What follows belongs to an exercise in optimizing a design on an open flow for small area, a short achievable clock period and few clock cycles per item; a production flow would make more cautious choices.
The RTL was checked by simulation tests, not by an equivalence proof against the original design.
Power is estimated from default activity; no workload was simulated.

==> flow/design.v <==
module mxdot_acc (
    input  wire        clk,
    input  wire        rst,           
    input  wire        in_valid,
    output wire        in_ready,
    input  wire        in_drain,      
    input  wire [7:0]  in_a,
    input  wire [7:0]  in_a_scale,
    input  wire [2:0]  in_a_fmt,
    input  wire [7:0]  in_b,
    input  wire [7:0]  in_b_scale,
    input  wire [2:0]  in_b_fmt,
    input  wire [9:0]  in_anchor,     
    input  wire [1:0]  in_dfmt,       
    input  wire        in_rmode,      
    output wire        out_valid,
    input  wire        out_ready,
    output wire [31:0] out_result,
    output wire [15:0] out_sat,
    output wire [15:0] out_flush,
    output wire        out_nan
);
    function [19:0] decode(input [7:0] code, input [2:0] f, input [7:0] scale);
        reg        nan;
        reg        sgn;
        reg [4:0]  e;
        reg [2:0]  fr;
        reg [2:0]  m;
        reg [4:0]  bias;
        reg [7:0]  n;
        reg [9:0]  ex;
        begin
            nan = 1'b0;
            sgn = 1'b0;
            n   = 8'd0;
            e   = 5'd0;
            fr  = 3'd0;
            m   = 3'd0;
            bias = 5'd0;
            case (f)
                3'd0: begin sgn = code[3]; e = {3'd0, code[2:1]}; fr = {2'd0, code[0]}; m = 3'd1; bias = 5'd1; end
                3'd1: begin sgn = code[5]; e = {3'd0, code[4:3]}; fr = code[2:0];        m = 3'd3; bias = 5'd1; end
                3'd2: begin sgn = code[5]; e = {2'd0, code[4:2]}; fr = {1'b0, code[1:0]}; m = 3'd2; bias = 5'd3; end
                3'd3: begin sgn = code[7]; e = {1'd0, code[6:3]}; fr = code[2:0];        m = 3'd3; bias = 5'd7;
                            nan = (code[6:0] == 7'h7F); end
                3'd4: begin sgn = code[7]; e = code[6:2];         fr = {1'b0, code[1:0]}; m = 3'd2; bias = 5'd15;
                            nan = (code[6:2] == 5'h1F); end
                default: begin sgn = code[7]; end
            endcase
            if (f == 3'd5) begin
                n  = code[7] ? (8'd0 - code) : code;        
                ex = {2'd0, scale} - 10'd133;
            end else begin
                n  = (e == 5'd0) ? {5'd0, fr} : ((8'd1 << m) | {5'd0, fr});
                ex = ((e == 5'd0) ? 10'd1 : {5'd0, e}) - {5'd0, bias} - {7'd0, m}
                     + {2'd0, scale} - 10'd127;
            end
            if (scale == 8'hFF)
                nan = 1'b1;
            decode = {nan, sgn, ex, n};
        end
    endfunction
    function [3:0] bitlen8(input [7:0] n);
        integer k;
        begin
            bitlen8 = 4'd0;
            for (k = 0; k < 8; k = k + 1)
                if (n[k]) bitlen8 = k + 1;
        end
    endfunction
    function [15:0] sat_inc(input [15:0] c, input inc);
        sat_inc = (inc && c != 16'hFFFF) ? c + 16'd1 : c;
    endfunction
    reg  [1:0]  outst;            
    reg         rdy;
    reg         o_valid;
    wire        fire  = in_valid && rdy && !rst;
    wire        taken = o_valid && out_ready && !rst;
    assign in_ready = rdy;
    wire [1:0]  outst_nx = outst + {1'b0, fire && in_drain} - {1'b0, taken};
    always @(posedge clk) begin
        if (rst) begin
            outst <= 2'd0;
            rdy   <= 1'b1;
        end else begin
            outst <= outst_nx;
            rdy   <= (outst_nx < 2'd2);
        end
    end
    reg        v0, d0;
    reg [7:0]  a0, as0, b0, bs0;
    reg [2:0]  af0, bf0;
    reg [9:0]  an0;
    reg [1:0]  df0;
    reg        rm0;
    always @(posedge clk) begin
        v0  <= fire;
        d0  <= in_drain;
        a0  <= in_a;  as0 <= in_a_scale; af0 <= in_a_fmt;
        b0  <= in_b;  bs0 <= in_b_scale; bf0 <= in_b_fmt;
        an0 <= in_anchor;
        df0 <= in_dfmt;
        rm0 <= in_rmode;
    end
    reg        aset;              
    reg [9:0]  anc;               
    wire [19:0] da = decode(a0, af0, as0);
    wire [19:0] db = decode(b0, bf0, bs0);
    wire        s1_nan  = da[19] | db[19];
    wire        s1_sign = da[18] ^ db[18];
    wire [7:0]  na = da[7:0], nb = db[7:0];
    wire        s1_zero = (na == 8'd0) || (nb == 8'd0);
    wire [9:0]  a_use = aset ? anc : an0;
    wire signed [11:0] k16 = $signed({da[17], da[17], da[17:8]}) + $signed({db[17], db[17], db[17:8]})
                             - $signed({a_use[9], a_use[9], a_use}) + 12'sd154;
    wire [4:0]  blsum = {1'b0, bitlen8(na)} + {1'b0, bitlen8(nb)};
    wire signed [12:0] topk = $signed({k16[11], k16}) + $signed({8'd0, blsum});
    wire        s1_above = topk > 13'sd155;
    wire [14:0] s1_prod = na * nb;
    reg        v1, d1;
    reg [1:0]  c1;                
    reg        sg1;
    reg [14:0] p1;
    reg signed [11:0] k1;
    reg [9:0]  an1;
    reg [1:0]  df1;
    reg        rm1;
    always @(posedge clk) begin
        if (rst) begin
            aset <= 1'b0;
            v1   <= 1'b0;
        end else begin
            v1 <= v0;
            if (v0 && d0)
                aset <= 1'b0;
            else if (v0 && !aset) begin
                aset <= 1'b1;
                anc  <= an0;
            end
        end
        d1  <= d0;
        c1  <= s1_nan ? 2'd3 : s1_zero ? 2'd0 : s1_above ? 2'd2 : 2'd1;
        sg1 <= s1_sign;
        p1  <= s1_prod;
        k1  <= k16;
        an1 <= anc;
        df1 <= df0;
        rm1 <= rm0;
    end
    wire        lowk  = k1 < 12'sd0;            
    wire [3:0]  ch    = k1[7:4];                
    wire [29:0] q2    = {15'd0, p1} << k1[3:0];
    wire [29:0] qt2   = (ch == 4'd0) ? {q2[29:16], 16'd0} : q2;
    wire        drop2 = lowk || ((ch == 4'd0) && (q2[15:0] != 16'd0));
    wire [31:0] v2    = (lowk || c1 != 2'd1) ? 32'd0 :
                        sg1 ? (32'd0 - {2'd0, qt2}) : {2'd0, qt2};
    reg        v2r, d2;
    reg [1:0]  c2;
    reg        sg2, dr2;
    reg [31:0] t2;
    reg [3:0]  ch2;
    reg [9:0]  an2;
    reg [1:0]  df2;
    reg        rm2;
    always @(posedge clk) begin
        if (rst)
            v2r <= 1'b0;
        else
            v2r <= v1;
        d2  <= d1;
        c2  <= c1;
        sg2 <= sg1;
        dr2 <= drop2;
        t2  <= v2;
        ch2 <= ch;
        an2 <= an1;
        df2 <= df1;
        rm2 <= rm1;
    end
    reg  [159:0] sum;
    reg          pinf, ninf, nanp;
    reg  [15:0]  sat_cnt, flush_cnt;
    reg  [159:0] term;
    integer i;
    always @(*) begin
        for (i = 0; i < 10; i = i + 1) begin
            if (ch2 == i + 1)
                term[16*i +: 16] = t2[15:0];
            else if (ch2 == i)
                term[16*i +: 16] = t2[31:16];
            else if (ch2 < i)
                term[16*i +: 16] = {16{t2[31]}};
            else
                term[16*i +: 16] = 16'd0;
        end
    end
    wire         p_add   = v2r && !d2 && c2 == 2'd1;
    wire         p_drain = v2r && d2;
    wire [159:0] sum_add = sum + term;
    wire         s_neg = sum[159];
    wire [159:0] xs    = sum ^ {160{s_neg}};
    reg  [7:0]   lead;
    integer k;
    always @(*) begin
        lead = 8'd0;
        for (k = 0; k < 160; k = k + 1)
            if (xs[k]) lead = k;
    end
    wire         found = |xs;
    wire [183:0] w0   = {sum, 24'd0};
    wire [152:0] w7   = lead[7] ? w0[183:128]  : w0[152:0];
    wire         st7  = lead[7] & (|w0[127:0]);
    wire [88:0]  w6   = lead[6] ? w7[152:64]   : w7[88:0];
    wire         st6  = lead[6] & (|w7[63:0]);
    wire [56:0]  w5   = lead[5] ? w6[88:32]    : w6[56:0];
    wire         st5  = lead[5] & (|w6[31:0]);
    wire [40:0]  w4   = lead[4] ? w5[56:16]    : w5[40:0];
    wire         st4  = lead[4] & (|w5[15:0]);
    wire [32:0]  w3   = lead[3] ? w4[40:8]     : w4[32:0];
    wire         st3  = lead[3] & (|w4[7:0]);
    wire [28:0]  w2   = lead[2] ? w3[32:4]     : w3[28:0];
    wire         st2  = lead[2] & (|w3[3:0]);
    wire [26:0]  w1   = lead[1] ? w2[28:2]     : w2[26:0];
    wire         st1  = lead[1] & (|w2[1:0]);
    wire [24:0]  wn   = lead[0] ? w1[25:1]     : w1[24:0];
    wire         st0  = lead[0] & w1[0];
    wire         stk  = st7 | st6 | st5 | st4 | st3 | st2 | st1 | st0;
    always @(posedge clk) begin
        if (rst) begin
            sum       <= 160'd0;
            pinf      <= 1'b0;
            ninf      <= 1'b0;
            nanp      <= 1'b0;
            sat_cnt   <= 16'd0;
            flush_cnt <= 16'd0;
        end else if (p_drain) begin
            sum       <= 160'd0;
            pinf      <= 1'b0;
            ninf      <= 1'b0;
            nanp      <= 1'b0;
            sat_cnt   <= 16'd0;
            flush_cnt <= 16'd0;
        end else if (v2r && !d2) begin
            case (c2)
                2'd3: nanp <= 1'b1;
                2'd2: begin
                    if (sg2) ninf <= 1'b1;
                    else     pinf <= 1'b1;
                    sat_cnt <= sat_inc(sat_cnt, 1'b1);
                end
                2'd1: begin
                    sum       <= sum_add;
                    flush_cnt <= sat_inc(flush_cnt, dr2);
                end
                default: ;
            endcase
        end
    end
    reg         v3;
    reg         neg3, zero3, stk3;
    reg  [24:0] w3r;
    reg  [7:0]  lead3;
    reg  [9:0]  an3;
    reg  [1:0]  df3;
    reg         rm3;
    reg         nan3, pinf3, ninf3;
    reg  [15:0] sat3, flush3;
    wire        load_o = v3 && !o_valid;
    always @(posedge clk) begin
        if (rst)
            v3 <= 1'b0;
        else if (p_drain)
            v3 <= 1'b1;
        else if (load_o)
            v3 <= 1'b0;
        if (p_drain) begin
            neg3   <= s_neg;
            zero3  <= !found && !s_neg;
            stk3   <= stk;
            w3r    <= wn;
            lead3  <= lead;
            an3    <= an2;
            df3    <= df2;
            rm3    <= rm2;
            nan3   <= nanp;
            pinf3  <= pinf;
            ninf3  <= ninf;
            sat3   <= sat_cnt;
            flush3 <= flush_cnt;
        end
    end
    wire [25:0] wa = {1'b0, neg3 ? ~w3r : w3r} + {25'd0, neg3 && !stk3};
    reg [31:0] d_result;
    reg        d_sat, d_flush;
    reg [23:0] q;
    reg        guard, sticky, up;
    reg [24:0] qr;
    reg signed [11:0] ex;
    reg [31:0] enc;
    always @(*) begin
        d_sat   = 1'b0;
        d_flush = 1'b0;
        case (df3)
            2'd1: begin
                q      = {16'd0, wa[25] | wa[24], wa[23:17]};
                guard  = wa[16];
                sticky = stk3 | (|wa[15:0]);
            end
            2'd2: begin
                q      = {13'd0, wa[25] | wa[24], wa[23:14]};
                guard  = wa[13];
                sticky = stk3 | (|wa[12:0]);
            end
            default: begin
                q      = {wa[25] | wa[24], wa[23:1]};
                guard  = wa[0];
                sticky = stk3;
            end
        endcase
        up = !rm3 && guard && (sticky || q[0]);
        qr = {1'b0, q} + {24'd0, up};
        ex = $signed({4'd0, lead3}) + $signed({an3[9], an3[9], an3}) - 12'sd138 + $signed({11'd0, wa[25]});
        case (df3)
            2'd1: if (qr[8])  begin ex = ex + 12'sd1; qr = 25'd0; end
            2'd2: if (qr[11]) begin ex = ex + 12'sd1; qr = 25'd0; end
            default: if (qr[24]) begin ex = ex + 12'sd1; qr = 25'd0; end
        endcase
        enc = 32'd0;
        if (ex > ((df3 == 2'd2) ? 12'sd15 : 12'sd127)) begin
            d_sat = 1'b1;
            enc   = (df3 == 2'd2) ? 32'h7C00 : (df3 == 2'd1) ? 32'h7F80 : 32'h7F80_0000;
        end else if (ex < ((df3 == 2'd2) ? -12'sd14 : -12'sd126)) begin
            d_flush = 1'b1;
            enc     = 32'd0;
        end else begin
            case (df3)
                2'd1:    enc = {16'd0, 1'b0, ex[7:0] + 8'd127, qr[6:0]};
                2'd2:    enc = {16'd0, 1'b0, ex[4:0] + 5'd15, qr[9:0]};
                default: enc = {1'b0, ex[7:0] + 8'd127, qr[22:0]};
            endcase
        end
        case (df3)
            2'd1, 2'd2: enc[15] = neg3;
            default:    enc[31] = neg3;
        endcase
        if (nan3 || (pinf3 && ninf3))
            d_result = (df3 == 2'd2) ? 32'h7E00 : (df3 == 2'd1) ? 32'h7FC0 : 32'h7FC0_0000;
        else if (pinf3)
            d_result = (df3 == 2'd2) ? 32'h7C00 : (df3 == 2'd1) ? 32'h7F80 : 32'h7F80_0000;
        else if (ninf3)
            d_result = (df3 == 2'd2) ? 32'hFC00 : (df3 == 2'd1) ? 32'hFF80 : 32'hFF80_0000;
        else if (zero3)
            d_result = 32'd0;
        else
            d_result = enc;
    end
    wire d_special   = nan3 || pinf3 || ninf3;
    wire d_cnt_sat   = !d_special && !zero3 && d_sat;
    wire d_cnt_flush = !d_special && !zero3 && d_flush;
    reg  [31:0] o_result;
    reg  [15:0] o_sat, o_flush;
    reg         o_nan;
    always @(posedge clk) begin
        if (rst)
            o_valid <= 1'b0;
        else if (load_o)
            o_valid <= 1'b1;
        else if (out_ready)
            o_valid <= 1'b0;
        if (load_o) begin
            o_result <= d_result;
            o_sat    <= sat_inc(sat3, d_cnt_sat);
            o_flush  <= sat_inc(flush3, d_cnt_flush);
            o_nan    <= pinf3 && ninf3;
        end
    end
    assign out_valid  = o_valid;
    assign out_result = o_result;
    assign out_sat    = o_sat;
    assign out_flush  = o_flush;
    assign out_nan    = o_nan;
endmodule
==> flow/run.sh <==
#!/bin/bash
# synth_recipe.tcl (not shown) runs the flow's synth.tcl, then flattens the netlist and writes it again
# the make line also repeats each setting of config.mk as NAME=value (left out here)
make -C /OpenROAD-flow-scripts/flow DESIGN_CONFIG=/design/flow/config.mk WORK_HOME=/design/flow/orfs CLKGATE_MAP_FILE= SYNTH_SCRIPT=/design/flow/synth_recipe.tcl finish
==> flow/config.mk <==
export PLATFORM = sky130hd
export DESIGN_NAME = mxdot_acc
export DESIGN_NICKNAME = mxdot_acc
export VERILOG_FILES = /design/flow/design.v
export SDC_FILE = /design/flow/constraint.sdc
export NUM_CORES = 4
export LEC_CHECK = 0
export ABC_CLOCK_PERIOD_IN_PS = 8000
export CAP_MARGIN = 20
export CORE_MARGIN = 2
export CORE_UTILIZATION = 45
export SLEW_MARGIN = 20
==> flow/constraint.sdc <==
create_clock -name core_clock -period 22.0 [get_ports {clk}]
set_input_delay 4.4000 -clock core_clock [delete_from_list [all_inputs] [get_ports {clk}]]
set_output_delay 4.4000 -clock core_clock [all_outputs]
set_load 0.01 [all_outputs]
==> results of run 1 <==
-- cells by family after synthesis --
group / count (synthesis)
xor+xnor: 355
simple gates: 2366
mux: 192
compound gates: 1726
flops: 509
fa+ha+maj: 374
buf+inv: 721
-- placed cells by master, fill, tap and decap left out, types with 23 or more instances in the layout --
cell type	synthesis	layout
nand2_1	876	875
nor2_1	569	567
a21oi_1	562	561
o21ai_0	366	365
dfxtp_1	350	349
ha_1	314	314
inv_1	292	292
xnor2_1	220	220
nand3_1	213	213
edfxtp_1	159	159
a21o_1	158	158
mux2i_1	156	156
xor2_1	134	134
clkdlybuf4s50_1	0	122
nor3_1	113	110
buf_4	4	87
nand4_1	86	86
nand2b_1	85	85
o21bai_1	78	78
nor2b_1	72	71
a221o_1	69	69
and3_1	69	69
a31oi_1	66	66
clkbuf_16	0	62
fa_1	60	60
or3_1	58	58
nor4_1	40	40
o211ai_1	40	40
o21a_1	38	38
a211oi_1	36	36
mux2_2	33	33
and2_1	34	32
o31ai_1	31	31
or2_2	31	30
o22ai_1	29	29
or4_1	27	27
a22oi_1	24	23
-- cell type report --
cell class,count,area [sq um],area share [%]
clock buffers,79,1700,3.32
clock inverters,32,440,0.862
inverters,298,1120,2.19
multi-input cells,5013,32400,63.4
flip-flops and latches,509,11800,23.1
well taps,1380,1730,3.38
repair buffers,211,1920,3.76
-- per-stage QoR --
step / utilization (%) / worst slack, ps / instance area, sq um / hold WS [ps]
global placement: 47.3 / 13500 / 48900 / 311
finish: 49.4 / 13270 / 51100 / 327
CTS: 49.4 / 13260 / 51100 / 327
floorplan: - / 13980 / 46900 / 310
global route: 49.4 / 12240 / 51100 / 337
detailed placement: 47.3 / 13280 / 48900 / 312
-- how the worst max path moves through the flow --
stage / slack, ps / endpoint / from / depth (start not counted)
after floorplan: 13980 / o_result[15]$_SDFFCE_PP0P_ / neg3$_DFFE_PP_ / 33
after global placement: 13500 / o_result[15]$_SDFFCE_PP0P_ / neg3$_DFFE_PP_ / 27
after detailed placement: 13280 / o_result[19]$_SDFFCE_PP0P_ / neg3$_DFFE_PP_ / 27
after CTS: 13260 / o_result[19]$_SDFFCE_PP0P_ / neg3$_DFFE_PP_ / 27
after global routing: 12240 / o_result[19]$_SDFFCE_PP0P_ / neg3$_DFFE_PP_ / 27
final: 13270 / o_result[19]$_SDFFCE_PP0P_ / neg3$_DFFE_PP_ / 27
-- metal layers --
layer / GRT usage (%) / vias to the layer above
li1: - / 22000
met1: 42.3 / 21600
met2: 44.5 / 1869
met3: 5.88 / 312
met4: 11.1 / 6
met5: 0 / -
-- report_power, final --
part	switching [mW]	leakage (nW)	internal, mW
logic	1.59	16.1	0.968
clock network	0.443	1.03	0.629
registers	0.0766	4.33	1.04
-- sequential cells by signal, indices dropped and copies added, names as in the netlist, 25 cells and up --
signal    flops
t2           31
o_result     32
sum         160
w3r          25
-- critical path: stages (launching register included) --
cell and delay, ps:
edfxtp_1 320, buf_4 530, nor2b_1 220, ha_1 350, ha_1 430, inv_1 150
nor2_1 150, xnor2_1 260, nor2_1 100, a21oi_1 170, nor3_1 80, a41oi_1 220
nor3_1 70, nor3_1 190, ha_1 230, ha_1 240, o2111a_1 290, nand4_1 660
nand2_1 550, nand3_1 120, a221oi_1 690, ha_1 380, nor4b_1 280, a31oi_1 180
o21ai_1 770, and3_1 460, nand3_1 270, nor2_1 190
==> impl_metrics.json, run 1 <==
{
  "status": "finished clean",
  "drive_gt1_share_pct": 5.10,
  "wl_per_cell_microns": 21.9,
  "min_period_ps": 8730,
  "min_path_type": "reg -> reg",
  "synthAdderAreaFrac_pct": 10.9,
  "synth_largest_area_cell": "dfxtp_1",
  "rsz0062_at_grt": "false",
  "wl_met1_mm": 73.0,
  "layout.nets": 6522,
  "power_mw": 4.75,
  "cts_tree": "done",
  "io_pins": 123,
  "post-route-period-util_pct": 39.7,
  "fp.dieH_microns": 327,
  "cts_setup_buffers": 0,
  "core_sq_mm": 0.103,
  "synth_most_common_cell": "nand2_1",
  "synth_compound_area_share_pct": 23.6,
  "synth_area_leaders": "dfxtp_1 15%, edfxtp_1 10%, ha_1 8.4%",
  "cts.repair.resized": 0,
  "muxShareOfSynthArea_pct": 4.21,
  "p_leak_nw": 21.5,
  "vias": 45800,
  "hold_viol": 0,
  "slew_viol_final": 0,
  "async_flop_share_pct": 0,
  "max_slew_margin_pct": 27.4,
  "max_freq_ghz": 0.115,
  "postSynthNetCount": 6673,
  "synth_cell_types": 114,
  "peakVddDrop_v": 0.000187,
  "cts_buffers": 59,
  "postCtsHoldBufs": 0,
  "grt_pass1_vias": 41900,
  "yosys_warnings": 1,
  "dr_wl_met2_mm": 69.4,
  "num_rows": 118,
  "initial_core_util_pct": 45.3,
  "dp.cells": 7410,
  "synth_edf_count": 159,
  "place_congestion": 1.04,
  "r2r_slack_ps": 13270,
  "critical_path.max_fanout": 66,
  "fp.dieW_microns": 327,
  "grt_use_total_pct": 29.8,
  "areaGrowthSynthToFinish_pct": 9.03,
  "path_class": "reg -> reg",
  "whs_endpoint": "an2[6]$_DFF_P_",
  "yosysSeqAreaShare_pct": 25.1,
  "via_per_inst": 6.09,
  "power_density_mw_per_mm2": 92.9,
  "syn_inst": 6243,
  "drt-initial-drc-count": 5237,
  "dr.pass1.iters": 9,
  "crit_path_end_kind": "flip-flop",
  "grt_start_max_net_pins": 147,
  "r2r_start": "neg3$_DFFE_PP_",
  "ys_seq_elements": 509,
  "portBuffers": 122,
  "h-tree-depth": 2,
  "cp-start-kind": "flip-flop",
  "path_clk_slew_ps": 60,
  "grt_pass1_wl_mm": 251,
  "reg2reg_to": "o_result[19]$_SDFFCE_PP0P_",
  "ant_nets": 0,
  "hpwl_mm": 123,
  "drc_errors": 0,
  "dr_wl_met3_mm": 15.4,
  "synth_common_cells": "876 x nand2_1, 569 x nor2_1, 562 x a21oi_1",
  "syn_avg_cell_area_sq_um": 7.51,
  "synth_top_area_share_pct": 15.0,
  "n_fill_cell": 10300,
  "min_from": "an1[6]$_DFF_P_",
  "maxCapViolCount": 0,
  "clock_skew_ps": 33.6,
  "clk_latency_ps": 700,
  "cp.arrival_ps": 9260,
  "cts-root-buf": "clkbuf_16",
  "wl_mm": 165,
  "synthesis.area_sq_mm": 0.0469,
  "dieArea_sq_mm": 0.107,
  "hold_depth": 0,
  "cts.path.max_buffers": 3,
  "setup_viol": 0,
  "fin_cells": 7522,
  "max_slew.worst_pin.slew_ps": 1080,
  "dr.max_layer_used": "met5",
  "reg2reg_depth": 27,
  "n_antenna_cell": 0,
  "overflow": 0,
  "finalSetupTns_ps": 0,
  "cts_sinks": 509,
  "synth_ff_type": "dfxtp_1",
  "synthSimpleGateAreaFrac_pct": 23.6,
  "synth_top_family_by_area": "simple AND/OR/NAND/NOR gates",
  "synth_xor_area_share_pct": 6.65,
  "critical_path_required_ps": 22530,
  "antenna_found_initial": 5
}
Testbench counts, summed over its fixed seeds: cycles 12,712, items 12,288.
==> inputs of run 2 (changes only) <==
--- a/flow/config.mk
+++ b/flow/config.mk
@@ -5,7 +5,7 @@
 export SDC_FILE = /design/flow/constraint.sdc
 export NUM_CORES = 4
 export LEC_CHECK = 0
-export ABC_CLOCK_PERIOD_IN_PS = 8000
+export ABC_CLOCK_PERIOD_IN_PS = 4000
 export CAP_MARGIN = 20
 export CORE_MARGIN = 2
 export CORE_UTILIZATION = 45
==> impl_metrics.json, run 2 <==
{
  "grt_use_total_pct": 29.8,
  "synth_largest_area_cell": "dfxtp_1",
  "crit_slowest_cell": "o21ai_1",
  "dr_wl_met2_mm": 69.4,
  "synth_edf_count": 159,
  "place_congestion": 1.04,
  "power_density_mw_per_mm2": 92.9,
  "dieArea_sq_mm": 0.107,
  "clock_skew_ps": 33.6,
  "crit_buf_inv": 2,
  "top_regs": "sum (160), o_result (32), t2 (31)",
  "largest_reg_flops": 160,
  "fp.dieW_microns": 327,
  "initial_core_util_pct": 45.3,
  "crit_path_end_kind": "flip-flop",
  "multiInputGateArea_sq_mm": 0.0324,
  "yosys_warnings": 1,
  "io_pins": 123,
  "fp.dieH_microns": 327,
  "synth_area_leaders": "dfxtp_1 15%, edfxtp_1 10%, ha_1 8.4%",
  "critical_path_required_ps": 22530,
  "rsz0062_at_grt": "false",
  "preCtsSetupSlack_ps": 13280,
  "cts.repair.resized": 0,
  "yosysSeqAreaShare_pct": 25.1,
  "slew_viol_final": 0,
  "finalSetupTns_ps": 0,
  "p_leak_nw": 21.5,
  "portBuffers": 122,
  "hpwl_mm": 123,
  "synth_common_cells": "876 x nand2_1, 569 x nor2_1, 562 x a21oi_1",
  "dr.pass1.iters": 9,
  "maxCapViolCount": 0,
  "layout.nets": 6522,
  "synth_cell_types": 114,
  "synthesis.area_sq_mm": 0.0469,
  "wl_per_cell_microns": 21.9,
  "clk_latency_ps": 700,
  "synth_ff_type": "dfxtp_1",
  "layout_common_cells": "875 x nand2_1, 567 x nor2_1, 561 x a21oi_1",
  "cp.arrival_ps": 9260,
  "drt-initial-drc-count": 5237,
  "top_register": "sum",
  "ant_nets": 0,
  "cts-root-buf": "clkbuf_16",
  "antenna_found_initial": 5,
  "final_common_cell": "nand2_1",
  "path_delay_family": "simple AND/OR/NAND/NOR gates",
  "max_slew.worst_pin.slew_ps": 1080,
  "async_flop_share_pct": 0,
  "critPathMaxStageDelay_ps": 770,
  "max_slew_margin_pct": 27.4,
  "min_path_type": "reg -> reg",
  "path_clk_slew_ps": 60,
  "dr.max_layer_used": "met5",
  "core_sq_mm": 0.103,
  "drive_gt1_share_pct": 5.10,
  "overflow": 0,
  "grt_pass1_wl_mm": 251,
  "max_freq_ghz": 0.115,
  "peakVddDrop_v": 0.000187,
  "synth_top_area_share_pct": 15.0,
  "postCtsHoldBufs": 0,
  "wl_mm": 165,
  "num_rows": 118,
  "cts_tree": "done",
  "post-route-period-util_pct": 39.7,
  "h-tree-depth": 2,
  "cts_setup_buffers": 0,
  "cts_buffers": 59,
  "syn_inst": 6243,
  "setup_viol": 0,
  "grt_start_max_net_pins": 147,
  "cp-start-kind": "flip-flop",
  "areaGrowthSynthToFinish_pct": 9.03,
  "path_class": "reg -> reg",
  "status": "finished clean",
  "cts.path.max_buffers": 3,
  "cts_sinks": 509,
  "grt_pass1_vias": 41900,
  "n_fill_cell": 10300,
  "critical_path.max_fanout": 66,
  "ys_seq_elements": 509,
  "fin_ws_ps": 13270,
  "hold_viol": 0,
  "min_period_ps": 8730,
  "cp_common_cell": "ha_1",
  "register_area_sq_mm": 0.0118,
  "synth_most_common_cell": "nand2_1",
  "dr_wl_met3_mm": 15.4,
  "vias": 45800,
  "via_per_inst": 6.09,
  "n_antenna_cell": 0,
  "syn_avg_cell_area_sq_um": 7.51,
  "drc_errors": 0,
  "postSynthNetCount": 6673,
  "wl_met1_mm": 73.0
}
-- run 2: cell counts in the layout (fill, tap and decap cells not counted) --
Identical to the previous run, type by type.
-- run 2: worst paths after layout --
path         depth (start not counted)           start  slack (ps)                    endpoint
max reg2reg                         27  neg3$_DFFE_PP_       13270  o_result[19]$_SDFFCE_PP0P_
min reg2reg                          0  an1[6]$_DFF_P_         330              an2[6]$_DFF_P_
min                                  0  an1[6]$_DFF_P_         330              an2[6]$_DFF_P_
max                                 27  neg3$_DFFE_PP_       13270  o_result[19]$_SDFFCE_PP0P_
-- run 2: where the power goes --
part	switching, mW	internal [mW]
logic	1.59	0.968
clock network	0.443	0.629
registers	0.0766	1.04
total	2.11	2.63
-- run 2: area by class of cell --
class	count	area share (%)
clock buffer	79	3.32
sequential	509	23.1
inverter	298	2.19
tap	1380	3.38
timing repair buffer	211	3.76
clock inverter	32	0.862
multi-input combinational	5013	63.4
-- run 2: kinds of logic (layout without fill, tap and decap cells) --
kind of cell	Yosys count	in the layout	synth area share, %
AND/OR/NAND/NOR	2366	2366	23.6
AO/OA/AOI/OAI	1726	1726	23.6
buffers and inverters	721	620	5.88
flip-flops	509	509	25.1
adder cells (fa/ha/maj)	374	374	10.9
XOR/XNOR	355	355	6.65
multiplexers	192	192	4.21
-- run 2: metal layers --
layer | track usage, % | vias up
met5 | 0 | -
met1 | 42.3 | 21600
met3 | 5.88 | 312
met4 | 11.1 | 6
li1 | - | 22000
met2 | 44.5 | 1869
-- run 2: worst reg2reg max path, cell delays in order, from the launching register on --
cell and delay [ps]:
edfxtp_1 320, buf_4 530, nor2b_1 220, ha_1 350, ha_1 430, inv_1 150
nor2_1 150, xnor2_1 260, nor2_1 100, a21oi_1 170, nor3_1 80, a41oi_1 220
nor3_1 70, nor3_1 190, ha_1 230, ha_1 240, o2111a_1 290, nand4_1 670
nand2_1 550, nand3_1 120, a221oi_1 690, ha_1 380, nor4b_1 280, a31oi_1 180
o21ai_1 770, and3_1 460, nand3_1 270, nor2_1 190
-- run 2: through the flow --
step           instances  power (mW)  hold WS [ps]  util, %  cell area, sq um
3_5_place_dp        7410        3.63           312     47.3             48900
6_report            7522        4.75           327     49.4             51100
4_1_cts             7521        4.72           327     49.4             51100
2_1_floorplan       6243        3.00           310        -             46900
5_1_grt             7522        5.07           337     49.4             51100
3_3_place_gp        7410        3.61           311     47.3             48900

[what the ideal ports hide]
The results above use ideal ports. As a check the final layouts listed here were re-extracted and re-timed, cells and wires unchanged.
Step 1 assumes that a clkbuf_16 drives the clock port and a buf_2 every other input.
Step 2, shift: input delay + t, output delay - t, t = (earliest + latest rising clock arrival at the registers) / 2. This alone moves slack from input paths to output paths.
a / b / c = ideal ports / drivers / drivers and shift; a / b = the first two.
| run | shift t [ns] | slack for setup (ns) | latest minus earliest clock arrival (ns) | slew at the worst register clock pin (ns) | worst data-port slew with drivers (ns) |
|---|---|---|---|---|---|
| run 1 | 0.755 | 13.268 / 13.268 / 13.268 | 0.036 / 0.036 | 0.07 / 0.07 | 0.05 |
| run 2 | 0.755 | 13.268 / 13.268 / 13.268 | 0.036 / 0.036 | 0.07 / 0.07 | 0.05 |
After both steps setup and hold are still met in every run listed.
